This is an optimization exercise on Yosys and OpenROAD, whose aim is small area, not a production implementation.
The RTL was checked by simulation tests, not by an equivalence proof against the original design.

==> inputs of trial 52 <==
==> flow/design.v <==
module frond_gang_alu (
    input  wire x,
    input  wire y,
    input  wire ci,
    output wire s,
    output wire co
);
    assign s  = x ^ y ^ ci;
    assign co = (x & y) | (ci & (x ^ y));
endmodule
module frond_gang (
    input  wire          clk,
    input  wire          rst,
    input  wire [63:0]   gang,
    input  wire [1023:0] tt,
    input  wire [63:0]   opa,
    input  wire [63:0]   opb,
    input  wire [63:0]   opc,
    output reg  [63:0]   res,
    output reg  [63:0]   fault,
    output reg  [7:0]    flag_we,
    output reg  [7:0]    flag_c,
    output reg  [7:0]    flag_v,
    output reg  [7:0]    flag_n
);
    integer i, k, b, c;
    reg [64:0] free;
    reg [63:0] base, b8, b16, b32;
    always @(*) begin
        free[0] = 1'b1;
        for (i = 0; i < 64; i = i + 1) begin
            base[i] = free[i] & gang[i];
            b8[i]   = base[i] & (tt[16*i+10 +: 2] == 2'd0);
            b16[i]  = base[i] & (tt[16*i+10 +: 2] == 2'd1);
            b32[i]  = base[i] & (tt[16*i+10 +: 2] == 2'd2);
            free[i+1] = (free[i] & ~gang[i])
                      | ((i >= 7)  ? b8[(i >= 7) ? i - 7 : 0]    : 1'b0)
                      | ((i >= 15) ? b16[(i >= 15) ? i - 15 : 0] : 1'b0)
                      | ((i >= 31) ? b32[(i >= 31) ? i - 31 : 0] : 1'b0);
        end
    end
    reg [15:0] a1_8 [0:7], a0_8 [0:7];
    reg [15:0] a1_16 [0:3], a0_16 [0:3];
    reg [15:0] a1_32 [0:1], a0_32 [0:1];
    reg [7:0]  mix8;
    reg [3:0]  mix16;
    reg [1:0]  mix32;
    reg        mix64;
    always @(*) begin
        for (k = 0; k < 8; k = k + 1)
            for (b = 0; b < 16; b = b + 1) begin
                a1_8[k][b] = 1'b0;
                a0_8[k][b] = 1'b0;
                for (i = 0; i < 8; i = i + 1) begin
                    a1_8[k][b] = a1_8[k][b] | (gang[8*k+i] &  tt[16*(8*k+i)+b]);
                    a0_8[k][b] = a0_8[k][b] | (gang[8*k+i] & ~tt[16*(8*k+i)+b]);
                end
            end
        for (k = 0; k < 4; k = k + 1) begin
            a1_16[k] = a1_8[2*k] | a1_8[2*k+1];
            a0_16[k] = a0_8[2*k] | a0_8[2*k+1];
        end
        for (k = 0; k < 2; k = k + 1) begin
            a1_32[k] = a1_16[2*k] | a1_16[2*k+1];
            a0_32[k] = a0_16[2*k] | a0_16[2*k+1];
        end
        for (k = 0; k < 8; k = k + 1) mix8[k]  = |(a1_8[k]  & a0_8[k]);
        for (k = 0; k < 4; k = k + 1) mix16[k] = |(a1_16[k] & a0_16[k]);
        for (k = 0; k < 2; k = k + 1) mix32[k] = |(a1_32[k] & a0_32[k]);
        mix64 = |((a1_32[0] | a1_32[1]) & (a0_32[0] | a0_32[1]));
    end
    reg [7:0] ok8, okb;   
    reg [3:0] ok16;
    reg [1:0] ok32;
    reg       ok64;
    reg [7:0] gen;        
    always @(*) begin
        for (k = 0; k < 8; k = k + 1)
            gen[k] = ~tt[16*8*k+15] & ~(tt[16*8*k+8] & (&tt[16*8*k+1 +: 7]));
        for (k = 0; k < 8; k = k + 1) ok8[k]  = b8[8*k]   & gen[k]   & ~mix8[k];
        for (k = 0; k < 4; k = k + 1) ok16[k] = b16[16*k] & gen[2*k] & ~mix16[k];
        for (k = 0; k < 2; k = k + 1) ok32[k] = b32[32*k] & gen[4*k] & ~mix32[k];
        ok64 = base[0] & (tt[11:10] == 2'd3) & gen[0] & ~mix64;
        for (k = 0; k < 8; k = k + 1)
            okb[k] = ok8[k] | ((k % 2 == 0) ? ok16[k/2] : 1'b0)
                            | ((k % 4 == 0) ? ok32[k/4] : 1'b0)
                            | ((k == 0) ? ok64 : 1'b0);
    end
    reg [7:0] act, first, last;
    always @(*) begin
        for (c = 0; c < 8; c = c + 1) begin
            act[c]   = ok8[c] | ok16[c/2] | ok32[c/4] | ok64;
            first[c] = okb[c];
            last[c]  = ok8[c] | ((c % 2 == 1) ? ok16[c/2] : 1'b0)
                              | ((c % 4 == 3) ? ok32[c/4] : 1'b0)
                              | ((c == 7) ? ok64 : 1'b0);
        end
    end
    reg [2:0] gop [0:7];
    reg [7:0] sgn, fwe, cin;
    always @(*) begin
        gop[0] = tt[14:12];
        sgn[0] = tt[9];
        fwe[0] = tt[8];
        cin[0] = opc[0];
        for (c = 1; c < 8; c = c + 1) begin
            if (first[c]) begin
                gop[c] = tt[16*8*c+12 +: 3];
                sgn[c] = tt[16*8*c+9];
                fwe[c] = tt[16*8*c+8];
                cin[c] = opc[8*c];
            end else begin
                gop[c] = gop[c-1];
                sgn[c] = sgn[c-1];
                fwe[c] = fwe[c-1];
                cin[c] = cin[c-1];
            end
        end
    end
    reg [7:0]  inv, cs;
    reg [63:0] s, cy;
    reg [7:0]  c7, co;
    always @(*) begin
        for (c = 0; c < 8; c = c + 1) begin
            inv[c] = (gop[c] != 3'd0);
            cs[c]  = (gop[c] == 3'd0) ? cin[c] : (gop[c] == 3'd1) ? ~cin[c] : 1'b1;
        end
    end
    genvar g;
    generate
        for (g = 0; g < 64; g = g + 1) begin : g_bit
            wire xi = opa[g] & gang[g];
            wire yi = (opb[g] & gang[g]) ^ inv[g/8];
            wire ci;
            if (g % 8 == 0) begin : g_first
                if (g == 0) begin : g_zero
                    assign ci = cs[0];
                end else begin : g_chain
                    assign ci = first[g/8] ? cs[g/8] : cy[g-1];
                end
            end else begin : g_mid
                assign ci = cy[g-1];
            end
            frond_gang_alu u_fa (.x(xi), .y(yi), .ci(ci), .s(s[g]), .co(cy[g]));
            if (g % 8 == 7) begin : g_top
                always @(*) begin
                    c7[g/8] = ci;
                    co[g/8] = cy[g];
                end
            end
        end
    endgenerate
    reg [7:0]  ltc, zc, ez, lt, eq;
    reg [64:0] po;
    always @(*) begin
        for (c = 0; c < 8; c = c + 1) begin
            ltc[c] = sgn[c] ? (s[8*c+7] ^ c7[c] ^ co[c]) : ~co[c];
            zc[c]  = ~|s[8*c +: 8];
            ez[c]  = zc[c] & ((c == 0 || first[c]) ? 1'b1 : ez[(c == 0) ? 0 : c - 1]);
        end
        lt[7] = ltc[7];
        eq[7] = ez[7];
        for (c = 6; c >= 0; c = c - 1) begin
            lt[c] = last[c] ? ltc[c] : lt[c+1];
            eq[c] = last[c] ? ez[c]  : eq[c+1];
        end
        po[0] = 1'b0;
        for (i = 0; i < 64; i = i + 1) begin
            if (i % 8 == 0 && first[i/8]) po[i] = 1'b0;
            po[i+1] = po[i] | s[i];
        end
    end
    reg [7:0] ens, neg, kb, selx, sely;
    reg [63:0] res_d, fault_d;
    reg [7:0]  we_d, c_d, v_d, n_d;
    always @(*) begin
        for (c = 0; c < 8; c = c + 1) begin
            ens[c]  = act[c] & (gop[c] == 3'd0 || gop[c] == 3'd1 || gop[c] == 3'd7);
            neg[c]  = (gop[c] == 3'd7) & lt[c];
            kb[c]   = act[c] & ((gop[c] == 3'd2) ? lt[c] : (gop[c] == 3'd3) ? (lt[c] | eq[c]) :
                               (gop[c] == 3'd4) ? eq[c] : 1'b0);
            selx[c] = act[c] & (((gop[c] == 3'd5) & (lt[c] | eq[c])) | ((gop[c] == 3'd6) & ~lt[c]));
            sely[c] = act[c] & (((gop[c] == 3'd5) & ~(lt[c] | eq[c])) | ((gop[c] == 3'd6) & lt[c]));
            for (i = 0; i < 8; i = i + 1)
                res_d[8*c+i] = gang[8*c+i] & ((ens[c] & (s[8*c+i] ^ (neg[c] & po[8*c+i]))) | kb[c] |
                                              (selx[c] & opa[8*c+i]) | (sely[c] & opb[8*c+i]));
            we_d[c] = act[c] & last[c] & fwe[c] & gang[8*c+7];
            c_d[c]  = we_d[c] & ((gop[c] == 3'd0) ? co[c] : ~co[c]);
            v_d[c]  = we_d[c] & (c7[c] ^ co[c]);
            n_d[c]  = we_d[c] & s[8*c+7];
        end
        fault_d = base;
        for (k = 0; k < 8; k = k + 1) fault_d[8*k] = base[8*k] & ~okb[k];
    end
    always @(posedge clk) begin
        if (rst) begin
            res <= 64'd0; fault <= 64'd0;
            flag_we <= 8'd0; flag_c <= 8'd0; flag_v <= 8'd0; flag_n <= 8'd0;
        end else begin
            res <= res_d; fault <= fault_d;
            flag_we <= we_d; flag_c <= c_d; flag_v <= v_d; flag_n <= n_d;
        end
    end
endmodule
==> flow/run.sh <==
#!/bin/bash
# synth_recipe.tcl (not shown) runs the flow's synth.tcl, then flattens the netlist and writes it again
# the make line also repeats each setting of config.mk as NAME=value (left out here)
make -C /OpenROAD-flow-scripts/flow DESIGN_CONFIG=/design/flow/config.mk WORK_HOME=/design/flow/orfs CLKGATE_MAP_FILE= SYNTH_SCRIPT=/design/flow/synth_recipe.tcl finish
==> flow/config.mk <==
export PLATFORM = sky130hd
export DESIGN_NAME = frond_gang
export DESIGN_NICKNAME = frond_gang
export VERILOG_FILES = /design/flow/design.v
export SDC_FILE = /design/flow/constraint.sdc
export NUM_CORES = 4
export LEC_CHECK = 0
export CAP_MARGIN = 20
export CORE_AREA = 10 10 590 590
export DIE_AREA = 0 0 600 600
export PLACE_DENSITY = 0.4
export SETUP_SLACK_MARGIN = 1.5
export SLEW_MARGIN = 20
==> flow/constraint.sdc <==
create_clock -name core_clock -period 32.0 [get_ports {clk}]
set_input_delay 6.4000 -clock core_clock [delete_from_list [all_inputs] [get_ports {clk}]]
set_output_delay 6.4000 -clock core_clock [all_outputs]
set_load 0.01 [all_outputs]
==> build 28 (differences from trial 52) <==
--- a/flow/design.v
+++ b/flow/design.v
@@ -1,5 +1,8 @@
 module frond_gang_alu (
-    input  wire x,
-    input  wire y,
+    input  wire a,
+    input  wire b,
+    input  wire g,
+    input  wire inv,
     input  wire ci,
+    output wire p,
     output wire s,
@@ -7,4 +10,5 @@
 );
-    assign s  = x ^ y ^ ci;
-    assign co = (x & y) | (ci & (x ^ y));
+    assign p  = (g & (a ^ b)) ^ inv;
+    assign s  = p ^ ci;
+    assign co = p ? ci : (a & g);
 endmodule
@@ -88,3 +92,3 @@
     end
-    reg [7:0] act, first, last;
+    reg [7:0] act, last;
     always @(*) begin
@@ -92,3 +96,2 @@
             act[c]   = ok8[c] | ok16[c/2] | ok32[c/4] | ok64;
-            first[c] = okb[c];
             last[c]  = ok8[c] | ((c % 2 == 1) ? ok16[c/2] : 1'b0)
@@ -98,6 +101,16 @@
     end
+    reg [7:0] fd, fl;
     reg [2:0] gop [0:7];
+    reg [1:0] wd  [0:7];
     reg [7:0] sgn, fwe, cin;
     always @(*) begin
+        for (c = 0; c < 8; c = c + 1)
+            case (tt[16*8*c+10 +: 2])
+                2'd0:    fd[c] = gang[8*c];
+                2'd1:    fd[c] = gang[8*c] & (c % 2 == 0);
+                2'd2:    fd[c] = gang[8*c] & (c % 4 == 0);
+                default: fd[c] = gang[8*c] & (c == 0);
+            endcase
         gop[0] = tt[14:12];
+        wd[0]  = tt[11:10];
         sgn[0] = tt[9];
@@ -106,4 +119,5 @@
         for (c = 1; c < 8; c = c + 1) begin
-            if (first[c]) begin
+            if (fd[c]) begin
                 gop[c] = tt[16*8*c+12 +: 3];
+                wd[c]  = tt[16*8*c+10 +: 2];
                 sgn[c] = tt[16*8*c+9];
@@ -113,2 +127,3 @@
                 gop[c] = gop[c-1];
+                wd[c]  = wd[c-1];
                 sgn[c] = sgn[c-1];
@@ -118,6 +133,13 @@
         end
-    end
-    reg [7:0]  inv, cs;
-    reg [63:0] s, cy;
-    reg [7:0]  c7, co;
+        for (c = 0; c < 8; c = c + 1)
+            case (wd[c])
+                2'd0:    fl[c] = 1'b1;
+                2'd1:    fl[c] = (c % 2 == 1);
+                2'd2:    fl[c] = (c % 4 == 3);
+                default: fl[c] = (c == 7);
+            endcase
+    end
+    reg  [7:0]  inv, cs;
+    wire [63:0] s, cy, pp;
+    reg  [7:0]  c7, co;
     always @(*) begin
@@ -131,11 +153,7 @@
         for (g = 0; g < 64; g = g + 1) begin : g_bit
-            wire xi = opa[g] & gang[g];
-            wire yi = (opb[g] & gang[g]) ^ inv[g/8];
             wire ci;
-            if (g % 8 == 0) begin : g_first
-                if (g == 0) begin : g_zero
-                    assign ci = cs[0];
-                end else begin : g_chain
-                    assign ci = first[g/8] ? cs[g/8] : cy[g-1];
-                end
+            if (g == 0) begin : g_zero
+                assign ci = cs[0];
+            end else if (g % 8 == 0) begin : g_first
+                assign ci = fd[g/8] ? cs[g/8] : cy[g-1];
             end else begin : g_mid
@@ -143,3 +161,4 @@
             end
-            frond_gang_alu u_fa (.x(xi), .y(yi), .ci(ci), .s(s[g]), .co(cy[g]));
+            frond_gang_alu u_fa (.a(opa[g]), .b(opb[g]), .g(gang[g]), .inv(inv[g/8]),
+                                 .ci(ci), .p(pp[g]), .s(s[g]), .co(cy[g]));
             if (g % 8 == 7) begin : g_top
@@ -157,5 +176,7 @@
             ltc[c] = sgn[c] ? (s[8*c+7] ^ c7[c] ^ co[c]) : ~co[c];
-            zc[c]  = ~|s[8*c +: 8];
-            ez[c]  = zc[c] & ((c == 0 || first[c]) ? 1'b1 : ez[(c == 0) ? 0 : c - 1]);
-        end
+            zc[c]  = &pp[8*c +: 8];    
+        end
+        ez[0] = zc[0];
+        for (c = 1; c < 8; c = c + 1)
+            ez[c] = zc[c] & (fd[c] | ez[c-1]);
         lt[7] = ltc[7];
@@ -163,4 +184,4 @@
         for (c = 6; c >= 0; c = c - 1) begin
-            lt[c] = last[c] ? ltc[c] : lt[c+1];
-            eq[c] = last[c] ? ez[c]  : eq[c+1];
+            lt[c] = fl[c] ? ltc[c] : lt[c+1];
+            eq[c] = fl[c] ? ez[c]  : eq[c+1];
         end
@@ -168,3 +189,3 @@
         for (i = 0; i < 64; i = i + 1) begin
-            if (i % 8 == 0 && first[i/8]) po[i] = 1'b0;
+            if (i % 8 == 0 && fd[i/8]) po[i] = 1'b0;
             po[i+1] = po[i] | s[i];
==> flow/flow/run.sh (new file) <==
#!/bin/bash
# Own layout flow: the standard ORFS flow (standard.sh) with two changes:
#  - synthesis is synth_recipe.tcl unchanged except that ORFS's single ABC
#    technology-mapping call uses an area-oriented script (flow/area.abc);
#  - each port gets the smallest buffer (buf_1) instead of ORFS's default.
# Every tool writes its full output to its own log file in this folder
# (ORFS's per-step logs are under orfs/logs/).
set -euo pipefail
WORK=$(pwd)
FLOWDIR=$WORK/flow

# synthesis script: the standard flow's, with the ABC override loaded before ORFS's synth.tcl
awk -v ov="$FLOWDIR/abc_override.tcl" '
  /^source .*synth\.tcl/ && !done { print "source " ov; done = 1 }
  { print }' synth_recipe.tcl > my_synth.tcl
sed "s|SYNTH_SCRIPT=[^ ]*|SYNTH_SCRIPT=$WORK/my_synth.tcl|" standard.sh > my_standard.sh
grep -q "SYNTH_SCRIPT=$WORK/my_synth.tcl" my_standard.sh

export MY_ABC_SCRIPT=$FLOWDIR/area.abc
export BUFFER_PORTS_ARGS="-buffer_cell sky130_fd_sc_hd__buf_1"
export PLACE_PINS_ARGS="-min_distance 1 -min_distance_in_tracks -corner_avoidance 15"
export GPL_KEEP_OVERFLOW=0

bash my_standard.sh "$@" > make_flow.log 2>&1
==> flow/flow/abc_override.tcl (new file) <==
# Replace the ABC script of ORFS's technology-mapping call (abc -script ...)
# with an area-oriented one; every other argument is kept.
proc abc {args} {
  set i [lsearch -exact $args -script]
  if { $i >= 0 } {
    lset args [expr { $i + 1 }] $::env(MY_ABC_SCRIPT)
  }
  puts "abc (area script): $args"
  yosys abc {*}$args
}
==> flow/flow/area.abc (new file) <==
strash
dch -f
amap -F 20 -A 30
topo
==> flow/standard.sh (new file) <==
#!/bin/bash
# synth_recipe.tcl (not shown) runs the flow's synth.tcl, then flattens the netlist and writes it again
# the make line also repeats each setting of config.mk as NAME=value (left out here)
make -C /OpenROAD-flow-scripts/flow DESIGN_CONFIG=/design/flow/config.mk WORK_HOME=/design/flow/orfs CLKGATE_MAP_FILE= SYNTH_SCRIPT=/design/flow/synth_recipe.tcl "${@:-finish}"
CORE_AREA = 5 5 335 335   (was 10 10 590 590)
DIE_AREA = 0 0 340 340   (was 0 0 600 600)
PLACE_DENSITY = 0.45   (was 0.4)
SETUP_SLACK_MARGIN = 1.2   (was 1.5)
removed: flow/run.sh
==> trial 13 (differences from trial 52) <==
--- a/flow/design.v
+++ b/flow/design.v
@@ -1,5 +1,8 @@
 module frond_gang_alu (
-    input  wire x,
-    input  wire y,
+    input  wire a,
+    input  wire b,
+    input  wire g,
+    input  wire inv,
     input  wire ci,
+    output wire p,
     output wire s,
@@ -7,4 +10,5 @@
 );
-    assign s  = x ^ y ^ ci;
-    assign co = (x & y) | (ci & (x ^ y));
+    assign p  = (g & (a ^ b)) ^ inv;
+    assign s  = p ^ ci;
+    assign co = p ? ci : (a & g);
 endmodule
@@ -88,3 +92,3 @@
     end
-    reg [7:0] act, first, last;
+    reg [7:0] act, last;
     always @(*) begin
@@ -92,3 +96,2 @@
             act[c]   = ok8[c] | ok16[c/2] | ok32[c/4] | ok64;
-            first[c] = okb[c];
             last[c]  = ok8[c] | ((c % 2 == 1) ? ok16[c/2] : 1'b0)
@@ -98,6 +101,16 @@
     end
+    reg [7:0] fd, fl;
     reg [2:0] gop [0:7];
+    reg [1:0] wd  [0:7];
     reg [7:0] sgn, fwe, cin;
     always @(*) begin
+        for (c = 0; c < 8; c = c + 1)
+            case (tt[16*8*c+10 +: 2])
+                2'd0:    fd[c] = gang[8*c];
+                2'd1:    fd[c] = gang[8*c] & (c % 2 == 0);
+                2'd2:    fd[c] = gang[8*c] & (c % 4 == 0);
+                default: fd[c] = gang[8*c] & (c == 0);
+            endcase
         gop[0] = tt[14:12];
+        wd[0]  = tt[11:10];
         sgn[0] = tt[9];
@@ -106,4 +119,5 @@
         for (c = 1; c < 8; c = c + 1) begin
-            if (first[c]) begin
+            if (fd[c]) begin
                 gop[c] = tt[16*8*c+12 +: 3];
+                wd[c]  = tt[16*8*c+10 +: 2];
                 sgn[c] = tt[16*8*c+9];
@@ -113,2 +127,3 @@
                 gop[c] = gop[c-1];
+                wd[c]  = wd[c-1];
                 sgn[c] = sgn[c-1];
@@ -118,6 +133,13 @@
         end
-    end
-    reg [7:0]  inv, cs;
-    reg [63:0] s, cy;
-    reg [7:0]  c7, co;
+        for (c = 0; c < 8; c = c + 1)
+            case (wd[c])
+                2'd0:    fl[c] = 1'b1;
+                2'd1:    fl[c] = (c % 2 == 1);
+                2'd2:    fl[c] = (c % 4 == 3);
+                default: fl[c] = (c == 7);
+            endcase
+    end
+    reg  [7:0]  inv, cs;
+    wire [63:0] s, cy, pp;
+    reg  [7:0]  c7, co;
     always @(*) begin
@@ -131,11 +153,7 @@
         for (g = 0; g < 64; g = g + 1) begin : g_bit
-            wire xi = opa[g] & gang[g];
-            wire yi = (opb[g] & gang[g]) ^ inv[g/8];
             wire ci;
-            if (g % 8 == 0) begin : g_first
-                if (g == 0) begin : g_zero
-                    assign ci = cs[0];
-                end else begin : g_chain
-                    assign ci = first[g/8] ? cs[g/8] : cy[g-1];
-                end
+            if (g == 0) begin : g_zero
+                assign ci = cs[0];
+            end else if (g % 8 == 0) begin : g_first
+                assign ci = fd[g/8] ? cs[g/8] : cy[g-1];
             end else begin : g_mid
@@ -143,3 +161,4 @@
             end
-            frond_gang_alu u_fa (.x(xi), .y(yi), .ci(ci), .s(s[g]), .co(cy[g]));
+            frond_gang_alu u_fa (.a(opa[g]), .b(opb[g]), .g(gang[g]), .inv(inv[g/8]),
+                                 .ci(ci), .p(pp[g]), .s(s[g]), .co(cy[g]));
             if (g % 8 == 7) begin : g_top
@@ -157,5 +176,7 @@
             ltc[c] = sgn[c] ? (s[8*c+7] ^ c7[c] ^ co[c]) : ~co[c];
-            zc[c]  = ~|s[8*c +: 8];
-            ez[c]  = zc[c] & ((c == 0 || first[c]) ? 1'b1 : ez[(c == 0) ? 0 : c - 1]);
-        end
+            zc[c]  = &pp[8*c +: 8];    
+        end
+        ez[0] = zc[0];
+        for (c = 1; c < 8; c = c + 1)
+            ez[c] = zc[c] & (fd[c] | ez[c-1]);
         lt[7] = ltc[7];
@@ -163,4 +184,4 @@
         for (c = 6; c >= 0; c = c - 1) begin
-            lt[c] = last[c] ? ltc[c] : lt[c+1];
-            eq[c] = last[c] ? ez[c]  : eq[c+1];
+            lt[c] = fl[c] ? ltc[c] : lt[c+1];
+            eq[c] = fl[c] ? ez[c]  : eq[c+1];
         end
@@ -168,3 +189,3 @@
         for (i = 0; i < 64; i = i + 1) begin
-            if (i % 8 == 0 && first[i/8]) po[i] = 1'b0;
+            if (i % 8 == 0 && fd[i/8]) po[i] = 1'b0;
             po[i+1] = po[i] | s[i];
==> flow/flow/run.sh (new file) <==
#!/bin/bash
# Own layout flow: the standard ORFS flow (standard.sh) with two changes:
#  - synthesis is synth_recipe.tcl unchanged except that ORFS's single ABC
#    technology-mapping call uses an area-oriented script (flow/area.abc);
#  - each port gets the smallest buffer (buf_1) instead of ORFS's default.
# Every tool writes its full output to its own log file in this folder
# (ORFS's per-step logs are under orfs/logs/).
set -euo pipefail
WORK=$(pwd)
FLOWDIR=$WORK/flow

# synthesis script: the standard flow's, with the ABC override loaded before ORFS's synth.tcl
awk -v ov="$FLOWDIR/abc_override.tcl" '
  /^source .*synth\.tcl/ && !done { print "source " ov; done = 1 }
  { print }' synth_recipe.tcl > my_synth.tcl
sed "s|SYNTH_SCRIPT=[^ ]*|SYNTH_SCRIPT=$WORK/my_synth.tcl|" standard.sh > my_standard.sh
grep -q "SYNTH_SCRIPT=$WORK/my_synth.tcl" my_standard.sh

export MY_ABC_SCRIPT=$FLOWDIR/area.abc
export BUFFER_PORTS_ARGS="-buffer_cell sky130_fd_sc_hd__buf_1"
export PLACE_PINS_ARGS="-min_distance 1 -min_distance_in_tracks -corner_avoidance 15"
export GPL_KEEP_OVERFLOW=0

bash my_standard.sh "$@" > make_flow.log 2>&1
==> flow/flow/abc_override.tcl (new file) <==
# Replace the ABC script of ORFS's technology-mapping call (abc -script ...)
# with an area-oriented one; every other argument is kept.
proc abc {args} {
  set i [lsearch -exact $args -script]
  if { $i >= 0 } {
    lset args [expr { $i + 1 }] $::env(MY_ABC_SCRIPT)
  }
  puts "abc (area script): $args"
  yosys abc {*}$args
}
==> flow/flow/area.abc (new file) <==
strash
dch -f
amap -F 20 -A 30
topo
==> flow/standard.sh (new file) <==
#!/bin/bash
# synth_recipe.tcl (not shown) runs the flow's synth.tcl, then flattens the netlist and writes it again
# the make line also repeats each setting of config.mk as NAME=value (left out here)
make -C /OpenROAD-flow-scripts/flow DESIGN_CONFIG=/design/flow/config.mk WORK_HOME=/design/flow/orfs CLKGATE_MAP_FILE= SYNTH_SCRIPT=/design/flow/synth_recipe.tcl "${@:-finish}"
CORE_AREA = 5 5 335 335   (was 10 10 590 590)
DIE_AREA = 0 0 340 340   (was 0 0 600 600)
PLACE_DENSITY = 0.45   (was 0.4)
SETUP_SLACK_MARGIN = 0.55   (was 1.5)
removed: flow/run.sh
==> flow_summary.json <==
{
  "seq_share_pct": 9.436,
  "die-area_mm2": 0.1156,
  "pwr.group.clock_w": 0.000232,
  "die_w_um": 340,
  "grt_pass1_wl_um": 339600,
  "syn_avg_cell_area_um2": 6.288,
  "status": "no timing/DRC/antenna violations",
  "grt.met2_usage_pct": 63.44,
  "antenna_found_initial": 156,
  "grt.met1_usage_pct": 43.62
}
# the run above: trial 13

==> flow_summary.json <==
{
  "grt.met1_usage_pct": 25.01,
  "die-area_mm2": 0.3600,
  "grt.met2_usage_pct": 37.42,
  "setup_slack_ns": -0.1063,
  "seq_share_pct": 6.031,
  "status": "complete, but fails checks",
  "antenna_found_initial": 322,
  "violations": "negative setup slack",
  "pwr.group.clock_w": 0.000295,
  "setup_violations": 25
}
# the run above: trial 52

==> flow_summary.json <==
{
  "status": "no timing/DRC/antenna violations",
  "grt_pass1_wl_um": 344800,
  "seq_share_pct": 9.044,
  "die-area_mm2": 0.1156,
  "grt.met2_usage_pct": 64.49,
  "pwr.group.clock_w": 0.000232,
  "antenna_found_initial": 149,
  "die_w_um": 340
}
# the run above: build 28

what the ideal ports hide:
In the flow no input, the clock included, has a driving cell. The finished layouts below were timed again as built, in two steps.
Step 1 assumes that a clkbuf_16 drives the clock port and a buf_2 every other input.
Step 2 also shifts input and output timing later by t, the mid clock arrival at the registers, as if the neighbouring blocks saw the same clock.
Slacks: ideal / step 1 / step 2; pairs: ideal / step 1.
run	t, ns	setup WS [ns]	worst hold slack (ns)	worst slew at a driven data input, ns	pins driven straight from the clock port
trial 52	0.698	-0.106 / -0.065 / -0.763	6.072 / 6.009 / 6.707	0.33	1
build 28	0.608	1.582 / 1.541 / 0.933	6.107 / 6.171 / 6.779	0.39	1
trial 13	0.607	0.822 / 0.857 / 0.250	6.163 / 6.156 / 6.763	0.32	1
The setup slack of trial 52, which loses most, moves by +0.041 ns with the drivers and by -0.657 ns with both steps.
